Background: an optimization exercise with open tools, aiming at small area, a short achievable clock period and few clock cycles. Do not read the settings as production practice. No run shown here included a check of the RTL's function; only the layout flow was run.

==> flow/design.v <==
module plane_hit (
    input  wire               clk,
    input  wire               rst,
    input  wire               start,
    output wire               ready,
    input  wire signed [31:0] x2,
    input  wire signed [31:0] y2,
    input  wire signed [17:0] tx,
    input  wire signed [17:0] ty,
    input  wire signed [27:0] pz,
    input  wire signed [31:0] px,
    input  wire signed [31:0] py,
    input  wire        [15:0] cw,
    input  wire        [15:0] ch,
    input  wire        [14:0] wp,
    input  wire        [14:0] hp,
    output reg                done,
    output reg                hit,
    output reg         [13:0] u,
    output reg         [13:0] v
);
    localparam NW = 36;               
    localparam QW = NW - 1;           
    localparam [1:0] S_IDLE = 2'd0;
    localparam [1:0] S_CALC = 2'd1;
    localparam [1:0] S_DIV  = 2'd2;
    localparam [1:0] S_FIN  = 2'd3;
    reg [1:0] state;
    reg [5:0] count;
    reg signed [31:0] r_x2, r_y2, r_px, r_py;
    reg signed [17:0] r_tx, r_ty;
    reg signed [27:0] r_z;
    reg        [15:0] r_cw, r_ch;
    reg        [14:0] r_wp, r_hp;
    assign ready = (state == S_IDLE);
    wire signed [46:0] prod_x = r_tx * r_z;
    wire signed [46:0] prod_y = r_ty * r_z;
    wire        [46:0] mag_x = prod_x[46] ? -prod_x : prod_x;
    wire        [46:0] mag_y = prod_y[46] ? -prod_y : prod_y;
    wire        [47:0] rm_x  = ({mag_x, 1'b0} + 48'd8192) >> 14;
    wire        [47:0] rm_y  = ({mag_y, 1'b0} + 48'd8192) >> 14;
    wire signed [NW-1:0] sh_x = prod_x[46] ? -$signed({1'b0, rm_x[NW-2:0]}) : $signed({1'b0, rm_x[NW-2:0]});
    wire signed [NW-1:0] sh_y = prod_y[46] ? -$signed({1'b0, rm_y[NW-2:0]}) : $signed({1'b0, rm_y[NW-2:0]});
    wire [30:0] span_x = r_wp * r_cw;
    wire [30:0] span_y = r_hp * r_ch;
    wire signed [NW-1:0] big_x = r_x2 + sh_x;
    wire signed [NW-1:0] big_y = r_y2 + sh_y;
    wire signed [NW-1:0] num_u = big_x - 2 * r_px + $signed({5'd0, span_x});
    wire signed [NW-1:0] num_v = 2 * r_py - big_y + $signed({5'd0, span_y});
    reg        neg_u, neg_v;
    reg [QW-1:0] q_u, q_v;            
    reg [17:0]   rem_u, rem_v;
    wire [16:0] div_u = {r_cw, 1'b0};
    wire [16:0] div_v = {r_ch, 1'b0};
    wire [17:0] sh_rem_u = {rem_u[16:0], q_u[QW-1]};
    wire [17:0] sh_rem_v = {rem_v[16:0], q_v[QW-1]};
    wire        ge_u = sh_rem_u >= {1'b0, div_u};
    wire        ge_v = sh_rem_v >= {1'b0, div_v};
    always @(posedge clk) begin
        if (rst) begin
            state <= S_IDLE;
            done  <= 1'b0;
        end else begin
            done <= 1'b0;
            case (state)
                S_IDLE: begin
                    if (start) begin
                        r_x2 <= x2;  r_y2 <= y2;
                        r_tx <= tx;  r_ty <= ty;
                        r_z  <= pz;
                        r_px <= px;  r_py <= py;
                        r_cw <= cw;  r_ch <= ch;
                        r_wp <= wp;  r_hp <= hp;
                        state <= S_CALC;
                    end
                end
                S_CALC: begin
                    neg_u <= num_u[NW-1];
                    neg_v <= num_v[NW-1];
                    q_u   <= num_u[QW-1:0];
                    q_v   <= num_v[QW-1:0];
                    rem_u <= 18'd0;
                    rem_v <= 18'd0;
                    count <= QW[5:0];
                    state <= S_DIV;
                end
                S_DIV: begin
                    rem_u <= ge_u ? sh_rem_u - {1'b0, div_u} : sh_rem_u;
                    rem_v <= ge_v ? sh_rem_v - {1'b0, div_v} : sh_rem_v;
                    q_u   <= {q_u[QW-2:0], ge_u};
                    q_v   <= {q_v[QW-2:0], ge_v};
                    count <= count - 6'd1;
                    if (count == 6'd1) state <= S_FIN;
                end
                S_FIN: begin
                    hit   <= !neg_u && !neg_v &&
                             (q_u < {{(QW-15){1'b0}}, r_wp}) &&
                             (q_v < {{(QW-15){1'b0}}, r_hp});
                    u     <= q_u[13:0];
                    v     <= q_v[13:0];
                    done  <= 1'b1;
                    state <= S_IDLE;
                end
            endcase
        end
    end
endmodule
==> flow/constraint.sdc <==
create_clock -name core_clock -period 16.0 [get_ports {clk}]
set_input_delay 3.2000 -clock core_clock [delete_from_list [all_inputs] [get_ports {clk}]]
set_output_delay 3.2000 -clock core_clock [all_outputs]
set_load 0.01 [all_outputs]
==> flow/config.mk <==
export PLATFORM = sky130hd
export DESIGN_NAME = plane_hit
export DESIGN_NICKNAME = plane_hit
export VERILOG_FILES = /design/flow/design.v
export SDC_FILE = /design/flow/constraint.sdc
export NUM_CORES = 4
export LEC_CHECK = 0
export CAP_MARGIN = 20
export CORE_MARGIN = 2
export CORE_UTILIZATION = 40
export SLEW_MARGIN = 20
==> flow/run.sh <==
#!/bin/bash
# synth_recipe.tcl (not shown) runs the flow's synth.tcl, then flattens the netlist and writes it again
# the make line also repeats each setting of config.mk as NAME=value (left out here)
make -C /OpenROAD-flow-scripts/flow DESIGN_CONFIG=/design/flow/config.mk WORK_HOME=/design/flow/orfs CLKGATE_MAP_FILE= SYNTH_SCRIPT=/design/flow/synth_recipe.tcl finish
==> results of run 1 <==
[synth_stat cells (11+ instances only)]
cell type  count  area share [%]
a2111oi_0     13            0.14
a211o_1       24            0.26
a211oi_1      35            0.33
a21boi_0      48            0.45
a21o_1        73            0.69
a21oi_1      220             1.4
a31o_2        11            0.12
a31oi_1       42            0.33
and2_1       377             3.0
and3_1        44            0.34
and4_1        13            0.14
buf_1         33            0.16
buf_2         11           0.069
clkbuf_1     351             1.6
edfxtp_1     395              15
fa_1        1469              37
ha_1         568             8.9
inv_1       1727             8.1
mux2i_1       20            0.25
nand2_1     1254             5.9
nand2b_1      68            0.53
nand3_1      119            0.75
nand4_1       46            0.36
nor2_1       416             2.0
nor2b_1       42            0.33
nor3_1       107            0.67
nor3b_1       20            0.19
nor4_1        40            0.31
o2111ai_1     11            0.12
o211a_1       17            0.21
o211ai_1      45            0.42
o21a_1        45            0.42
o21ai_0      271             1.7
o21ai_1       11           0.069
o21bai_1      20            0.19
o22ai_1       16            0.13
o31a_1        13            0.14
o31ai_1       37            0.35
or2_2         26            0.20
or3_1         40            0.31
or4_1         11            0.10
xnor2_1      234             2.6
xor2_1       106             1.2
[cells by family (layout without fill, tap and decap cells)]
kind of cell | count (synthesis) | count (layout) | share of synthesized area [%]
AND/OR/NAND/NOR | 2687 | 2687 | 15.8
buffers and inverters | 2128 | 2229 | 10.0
adder cells (fa/ha/maj) | 2037 | 2037 | 45.7
AO/OA/AOI/OAI | 1091 | 1091 | 9.22
flip-flops | 398 | 398 | 14.9
XOR/XNOR | 347 | 347 | 3.91
multiplexers | 30 | 30 | 0.392
other | 0 | 1 | 0
[final cells by class]
cell class	count	area (µm²)	share of cell area, %
well taps	2656	3320	3.81
diodes	1	2.50	0.00287
inverters	1732	6500	7.44
clock inverters	41	425	0.487
flip-flops and latches	398	11900	13.7
multi-input cells	6192	60000	68.8
repair buffers	398	3760	4.31
clock buffers	58	1350	1.54
[flip-flops by register name (all words and copies together), names as in the netlist, 2 cells and up]
| name | flops |
|---|---|
| count | 6 |
| q_u | 35 |
| q_v | 35 |
| r_ch | 16 |
| r_cw | 16 |
| r_hp | 15 |
| r_px | 32 |
| r_py | 32 |
| r_tx | 18 |
| r_ty | 18 |
| r_wp | 15 |
| r_x2 | 32 |
| r_y2 | 32 |
| r_z | 28 |
| rem_u | 17 |
| rem_v | 17 |
| state | 2 |
| u | 14 |
| v | 14 |
[layer usage]
| layer | up-vias | GRT usage [%] |
|---|---|---|
| met2 | 1974 | 39.4 |
| met4 | 0 | 9.39 |
| met1 | 30500 | 30.5 |
| li1 | 27600 | - |
| met3 | 419 | 3.06 |
| met5 | - | 0 |
[worst max-delay path: cells and delay by family (launching register included)]
kind                     cells  cell delay, ns
flip-flops                   1            0.50
AO/OA/AOI/OAI               16            4.11
adder cells (fa/ha/maj)     11            5.39
multiplexers                 1            0.27
XOR/XNOR                     5            0.95
buffers and inverters        5            0.64
AND/OR/NAND/NOR             11            2.76
[cells in the final DEF, fill, tap and decap left out, types with 13 or more instances in the layout]
master,count
inv_1,1727
fa_1,1469
nand2_1,1254
ha_1,567
nor2_1,414
edfxtp_1,395
and2_1,377
clkdlybuf4s50_1,287
o21ai_0,271
xnor2_1,234
a21oi_1,220
nand3_1,119
nor3_1,107
xor2_1,106
buf_4,106
a21o_1,73
nand2b_1,68
clkbuf_16,53
a21boi_0,48
nand4_1,46
o211ai_1,45
o21a_1,45
and3_1,44
a31oi_1,42
nor2b_1,40
nor4_1,40
or3_1,40
o31ai_1,36
a211oi_1,34
or2_2,27
a211o_1,23
o21bai_1,20
mux2i_1,20
nor3b_1,19
o211a_1,17
o22ai_1,16
o31a_1,13
a2111oi_0,13
and4_1,13
[through the flow]
step,worst slack (ns),instances,hold slack (ns),utilization (%)
floorplan,1.20,8718,0.435,-
global placement,1.24,11400,0.471,42.9
detailed placement,1.12,11400,0.478,42.9
CTS,1.08,11500,0.489,43.8
global route,0.0373,11500,0.509,43.9
finish,1.08,11500,0.483,43.9
[final timing paths]
kind,cells after the start,endpoint,startpoint,slack [ns]
setup / recovery,49,q_u[34],r_z[27],1.08
hold / removal,0,v[0],q_v[0],0.48
setup reg to reg,49,q_u[34],r_z[27],1.08
hold reg to reg,0,v[0],q_v[0],0.48
==> notes.md, run 1 <==
* Final setup TNS at 0 ns
* Max stage delay cell, worst path: fa_1
* Crit end category: flip-flop
* Skew-Pair Late Insertion Delay at 0.71 ns
* Remaining antenna violation count at 0
* Drt initial violations at 4,013
* Crit-path max cell delay at 0.73 ns
* Post-DP Area at 85,500 µm²
* Final Hold Viols at 0
* Register area share after synthesis at 14.9%
* Port bufs at 287
* Main synth FF type: edfxtp_1
* Critical-path maximum fanout at 27
* Synth async-reset ratio at 0%
* Die ar. at 203,000 µm²
* Slew headroom at 20.2%
* Clock root buffer: clkbuf_16
* Postcts setup bufs at 0
* Num ports at 288
* Antenna violations before repair at 4
* Maximum buffer depth of the clock tree at 3
* Number of flops mapped to enable cells by yosys at 395
* Global placement routability congestion at 0.928
* Clock transition at path regs at 0.07 ns
* CP required at 16.44 ns
* DP Wirelength at 192,000 µm
* Router iterations before antenna repair at 5
* CTS tree: done
* Die Wd at 451 µm
* CP startpoint kind: flip-flop
* Tmin final at 14.92 ns
* Nets at 11.1k
* Syn_nets at 11.0k
* WL/cell at 20.6 µm
* Largest net degree at the start of global routing at 75
* DRT met1 WL at 98,800 µm
* F_max at 67.0 MHz
* HP Class: reg -> reg
* #FFs+latches synth at 398
* Worst Tran Pin Value at 1.18 ns
* Clock Skew at 0.0190 ns
* First-pass GRT wire length at 371,000 µm
* Initial Util at 40.1%
* RSZ-0062 raised after global routing: no
* Area grow syn2layout at 9.30%
* GR Overflow Total at 0
* Vias in the first global route at 63.9k
* Cell area after synthesis at 79,900 µm²
* Final Max Tran Viols at 0
* Avg Cell Area, Syn at 9.16 µm²
* Vias at 60.4k
* Synth cell types at 118
* Critical path type: reg -> reg
* Final WL at 236,000 µm
* CORE AREA at 199,000 µm²
* Post-cts sizing count at 0
* GRT Util Overall at 23.4%
* Final Cycle Share at 93.2%
* Die Y-Extent at 451 µm
* Clock Sinks at 398
* Htree depth at 2
* Rows at 164
* Finish-stage setup viols at 0
* Drc violations at 0
* Status: no timing/DRC/antenna violations
* WL met2 at 112,000 µm
* Ys Warns at 1
* Total CTS buffers at 53
* Final instance area at 87,300 µm²
* Vias per cell at 5.26
* Max-cap violations at 0
* Crit path DAT at 15.36 ns
* Syn Inst Count at 8,718
* Met3 Wirelength at 13,900 µm
* Max layer used: met4
* Share of layout cells above drive strength 1 at 3.53%
* CTS Hold Buffers Added at 0
* Filler Cell Count at 19.4k
* Most frequent cell on the critical path: fa_1
==> inputs of run 2 (changes only) <==
==> flow/design.v (replaced) <==
module plane_hit (
    input  wire               clk,
    input  wire               rst,
    input  wire               start,
    output wire               ready,
    input  wire signed [31:0] x2,
    input  wire signed [31:0] y2,
    input  wire signed [17:0] tx,
    input  wire signed [17:0] ty,
    input  wire signed [27:0] pz,
    input  wire signed [31:0] px,
    input  wire signed [31:0] py,
    input  wire        [15:0] cw,
    input  wire        [15:0] ch,
    input  wire        [14:0] wp,
    input  wire        [14:0] hp,
    output reg                done,
    output reg                hit,
    output reg         [13:0] u,
    output reg         [13:0] v
);
    localparam [13:0] REGMASK = 14'b10_1010_1010_1010;
    assign ready = 1'b1;
    reg               v0;
    reg signed [31:0] x2_0, y2_0, px_0, py_0;
    reg signed [17:0] tx_0, ty_0;
    reg signed [27:0] pz_0;
    reg        [15:0] cw_0, ch_0;
    reg        [14:0] wp_0, hp_0;
    always @(posedge clk) begin
        v0   <= start & ~rst;
        x2_0 <= x2;  y2_0 <= y2;
        px_0 <= px;  py_0 <= py;
        tx_0 <= tx;  ty_0 <= ty;
        pz_0 <= pz;
        cw_0 <= cw;  ch_0 <= ch;
        wp_0 <= wp;  hp_0 <= hp;
    end
    wire sx = tx_0[17] ^ pz_0[27];
    wire sy = ty_0[17] ^ pz_0[27];
    wire signed [47:0] sum_x = tx_0 * pz_0
                             + ($signed({x2_0, 13'd0}))
                             - ($signed({px_0, 14'd0}))
                             + $signed({19'd0, wp_0[0] ? cw_0 : 16'd0, 13'd0})
                             + $signed({35'd0, 13'd4095})
                             + $signed({47'd0, ~sx});
    wire signed [47:0] sum_y = ($signed({py_0, 14'd0}))
                             - ty_0 * pz_0
                             - ($signed({y2_0, 13'd0}))
                             + $signed({19'd0, hp_0[0] ? ch_0 : 16'd0, 13'd0})
                             + $signed({35'd0, 13'd4096})
                             - $signed({47'd0, ~sy});
    wire        s1x = sum_x[46];
    wire        s1y = sum_y[46];
    wire [31:0] b1x = sum_x[45:14] ^ {32{s1x}};
    wire [31:0] b1y = sum_y[45:14] ^ {32{s1y}};
    localparam AW = 62;
    reg          v1;
    reg [AW-1:0] a1x, a1y;
    reg [2:0]    hz1x, hz1y;   
    always @(posedge clk) begin
        v1   <= v0 & ~rst;
        a1x  <= {b1x[28:13], b1x[12:0], cw_0, wp_0, s1x, 1'b1};
        a1y  <= {b1y[28:13], b1y[12:0], ch_0, hp_0, s1y, 1'b1};
        hz1x <= b1x[31:29];
        hz1y <= b1y[31:29];
    end
    function [AW-1:0] dstep;
        input [AW-1:0] a;
        input          first;
        input    [2:0] hz;
        reg [15:0] r, d;
        reg [12:0] q;
        reg [16:0] t;
        reg [17:0] df;
        begin
            r = a[61:46];
            q = a[45:33];
            d = a[32:17];
            if (first) begin
                df = {2'b0, r} - {2'b0, d};
                dstep = {a[61:1], ~|hz & df[17]};
            end else begin
                t  = {r, q[12]};
                df = {1'b0, t} - {2'b0, d};
                if (df[17])
                    dstep = {t[15:0], q[11:0], 1'b0, a[32:0]};
                else
                    dstep = {df[15:0], q[11:0], 1'b1, a[32:0]};
            end
        end
    endfunction
    wire          vs  [0:14];
    wire [AW-1:0] sx_ [0:14];
    wire [AW-1:0] sy_ [0:14];
    assign vs[0]  = v1;
    assign sx_[0] = a1x;
    assign sy_[0] = a1y;
    genvar g;
    generate
        for (g = 0; g < 14; g = g + 1) begin : st
            wire [AW-1:0] nx = dstep(sx_[g], g == 0, hz1x);
            wire [AW-1:0] ny = dstep(sy_[g], g == 0, hz1y);
            if (REGMASK[g]) begin : r
                reg          vr;
                reg [AW-1:0] xr, yr;
                always @(posedge clk) begin
                    vr <= vs[g] & ~rst;
                    xr <= nx;
                    yr <= ny;
                end
                assign vs[g+1]  = vr;
                assign sx_[g+1] = xr;
                assign sy_[g+1] = yr;
            end else begin : c
                assign vs[g+1]  = vs[g];
                assign sx_[g+1] = nx;
                assign sy_[g+1] = ny;
            end
        end
    endgenerate
    function [14:0] fin;    
        input [AW-1:0] a;
        reg [12:0] q;
        reg [14:0] w;
        reg [13:0] h;
        reg        s, ok;
        reg [13:0] lim;
        begin
            q   = a[45:33];
            w   = a[16:2];
            s   = a[1];
            ok  = a[0];
            h   = w[14:1];
            lim = h + {13'd0, w[0] & ~s};
            fin = {ok & ({1'b0, q} < lim), h + ({1'b0, q} ^ {14{s}})};
        end
    endfunction
    wire [14:0] fx = fin(sx_[14]);
    wire [14:0] fy = fin(sy_[14]);
    always @(posedge clk) begin
        done <= vs[14] & ~rst;
        hit  <= fx[14] & fy[14];
        u    <= fx[13:0];
        v    <= fy[13:0];
    end
endmodule
==> notes.md, run 2 <==
* Status: no timing/DRC/antenna violations
* Drt initial violations at 3,034
* Hold path depth at 0
* First-pass GRT wire length at 360,000 µm
* Total CTS buffers at 141
* Most frequent cell on the critical path: fa_1
* CP startpoint kind: flip-flop
* Number of flops mapped to enable cells by yosys at 0
* HP Start: st[1].r.xr[35]
* CTS tree: done
* CORE AREA at 228,000 µm²
* Router iterations before antenna repair at 5
* Commonest non-fill, non-tap cells in the layout: inv_1, dfxtp_1, fa_1
* Skew-Pair Late Insertion Delay at 0.82 ns
* Critical path cell sequence: and2_1 -> fa_1 -> fa_1 -> inv_1 -> fa_1 -> inv_1 -> fa_1 -> fa_1 -> fa_1 -> inv_1 -> fa_1 -> inv_1 -> ha_1 -> o211ai_1 -> nor2_1 -> nand2_1 -> nor4_1 -> o221ai_1 -> a21o_1 -> and3_1 -> nor3_2 -> buf_4 -> inv_2 -> xnor3_1
* Clock root buffer: clkbuf_16
* WL/cell at 17.7 µm
* GR Overflow Total at 0
* Drc violations at 0
* Register area share after synthesis at 26.7%
* Largest net degree at the start of global routing at 37
* Share of layout cells above drive strength 1 at 6.51%
* Remaining antenna violation count at 0
* Crit end category: flip-flop
* Clock transition at path regs at 0.06 ns
* Vias in the first global route at 66.7k
* Cell area after synthesis at 91,700 µm²
* Syn Inst Count at 9,213
* Post-cts sizing count at 0
* Max stage delay cell, worst path: dfxtp_1
* Most frequent cell after synthesis: inv_1
* Commonest non-fill, non-tap cell in the layout: inv_1
* Final setup TNS at 0 ns
* Crit-path leading delay family: adder cells
* Cell taking the most area after synthesis: dfxtp_1
* Initial Util at 40.3%
* Crit-path max cell delay at 1.10 ns
* Clock Sinks at 1,225
* Final worst setup slack at 7.21 ns
* Vias per cell at 4.93
* Top post-synthesis cells by area: dfxtp_1, fa_1, ha_1
* CP required at 16.62 ns
* #FFs+latches synth at 1,225
* Max-cap violations at 0
* Die Y-Extent at 483 µm
* RSZ-0062 raised after global routing: no
* FF-to-FF path depth at 24
* CTS Hold Buffers Added at 0
* Final WL at 223,000 µm
* Global placement routability congestion at 0.887
* Critical R2R Capture: a1x[48]
* Crit path DAT at 9.41 ns
* Filler Cell Count at 21.5k
* Avg Cell Area, Syn at 9.96 µm²
* Rows at 175
* Top cell type's share of synthesized area at 26.7%
* Hold Path Sink: st[3].r.xr[37]
* Maximum buffer depth of the clock tree at 3
* Synth async-reset ratio at 0%
* Synth cell count leaders: inv_1, dfxtp_1, fa_1
* Htree depth at 4
* Tmin final at 8.79 ns
* Critical-path maximum fanout at 28
* Top Registers: st.r.xr x402, st.r.yr x402
* Antenna violations before repair at 17
* Area grow syn2layout at 12.3%
* GRT Util Overall at 19.5%
* Slew headroom at 21.7%
* R2r setup slk at 7.21 ns
* Worst Tran Pin Value at 1.17 ns
* F_max at 114 MHz
* Crit path buffers/inverters at 6
* Finish-stage setup viols at 0
* Final Max Tran Viols at 0
* Main synth FF type: dfxtp_1
* Syn_nets at 11.5k
* Ys Warns at 1
* RR Startpoint: tx_0[1]
* Synth cell types at 91
* Num ports at 288
* Final Hold Viols at 0
* Die ar. at 233,000 µm²
* HP Class: reg -> reg
* Pre-CTS worst setup slack at 7.42 ns
* DP Wirelength at 179,000 µm
* Final Cycle Share at 54.9%
* Clock Skew at 0.0745 ns
* Nets at 11.7k
* Port bufs at 286
* Critical path type: reg -> reg
* Postcts setup bufs at 0
* Vias at 62.1k
* Die Wd at 483 µm
run 2: changes by cell type after synthesis, moves of 60 or more:
cell	change
a21oi_1	+69
and2_1	+154
clkbuf_1	-129
dfxtp_1	+1222
edfxtp_1	-395
fa_1	-263
ha_1	+234
mux2_2	+234
nand2_1	-577
nor2_1	-66
nor2b_1	+100
o21a_1	+60
o21ai_0	-93
xnor2_1	+95
run 2: worst register-to-register path, stage by stage, from the launching register on:
cell and delay [ns]:
dfxtp_1 1.10, and2_1 0.31, fa_1 0.43, fa_1 0.52, inv_1 0.06, fa_1 0.47
inv_1 0.05, fa_1 0.48, fa_1 0.51, fa_1 0.49, inv_1 0.05, fa_1 0.47
inv_1 0.04, ha_1 0.33, o211ai_1 0.12, nor2_1 0.32, nand2_1 0.13, nor4_1 0.73
o221ai_1 0.41, a21o_1 0.28, and3_1 0.16, nor3_2 0.14, buf_4 0.46, inv_2 0.22
xnor3_1 0.38
run 2: cell type report:
type                       instances  area [µm²]  share of cell area (%)
clock buffer                     186        3950                    3.83
timing repair buffer             366        3460                    3.36
clock inverter                    69        1040                    1.01
antenna                           27        67.6                  0.0656
sequential                      1225       24500                    23.8
inverter                        1691        6350                    6.16
multi-input combinational       6029       59800                    58.1
tap                             3009        3760                    3.66
run 2: metrics by stage:
stage	area (µm²)	utilization, %	instances	hold slack [ns]
global placement	97900	43.0	12300	0.310
global route	103000	45.2	12600	0.309
detailed placement	97900	43.0	12300	0.312
CTS	103000	45.2	12600	0.294
finish	103000	45.2	12600	0.289
floorplan	91700	-	9213	0.310
run 2: kinds of logic after synthesis:
family	share of synthesized area (%)
xor+xnor	4.73
buf+inv	8.11
simple gates	11.6
fa+ha+maj	37.3
mux	3.64
other cells	0.00409
compound gates	7.91
flops	26.7
run 2: worst max-delay path by stage:
| stage | from | endpoint | slack (ns) | depth (start not counted) |
|---|---|---|---|---|
| 6_report | tx_0[1] | a1x[48] | 7.21 | 24 |
| 5_1_grt | tx_0[1] | a1x[48] | 6.93 | 24 |
| 4_1_cts | tx_0[1] | a1x[48] | 7.37 | 24 |
| 3_5_place_dp | tx_0[1] | a1x[48] | 7.42 | 24 |
| 3_3_place_gp | tx_0[1] | a1x[48] | 7.41 | 24 |
| 2_1_floorplan | tx_0[4] | a1x[48] | 8.40 | 26 |
run 2: metal layers:
metal | vias to the layer above | wire (µm) | GRT usage [%]
li1 | 29600 | - | -
met1 | 30800 | 99400 | 25.3
met2 | 1331 | 105000 | 32.5
met3 | 347 | 10500 | 3.19
met4 | 14 | 8500 | 7.22
met5 | - | 92 | 0

what the ideal ports hide:
Ports are ideal in the flow. The routed layouts listed here were re-timed in OpenROAD.
Step 1 assumes that a clkbuf_16 drives the clock port and a buf_2 every other input.
Step 2 moves the port delays by t, midway between the first and last clock arrival at a register: inputs arrive t later, outputs are due t later. That takes back most of the time a late clock gives input paths.
Slacks: no drivers / after step 1 / after step 2; pairs: no drivers / after step 1.
run	t, ns	setup WS [ns]	pins driven straight from the clock port
run 1	0.792	1.081 / 1.081 / 1.081	1
run 2	0.873	7.211 / 7.211 / 7.211	1
After both steps every run listed still meets setup and hold.
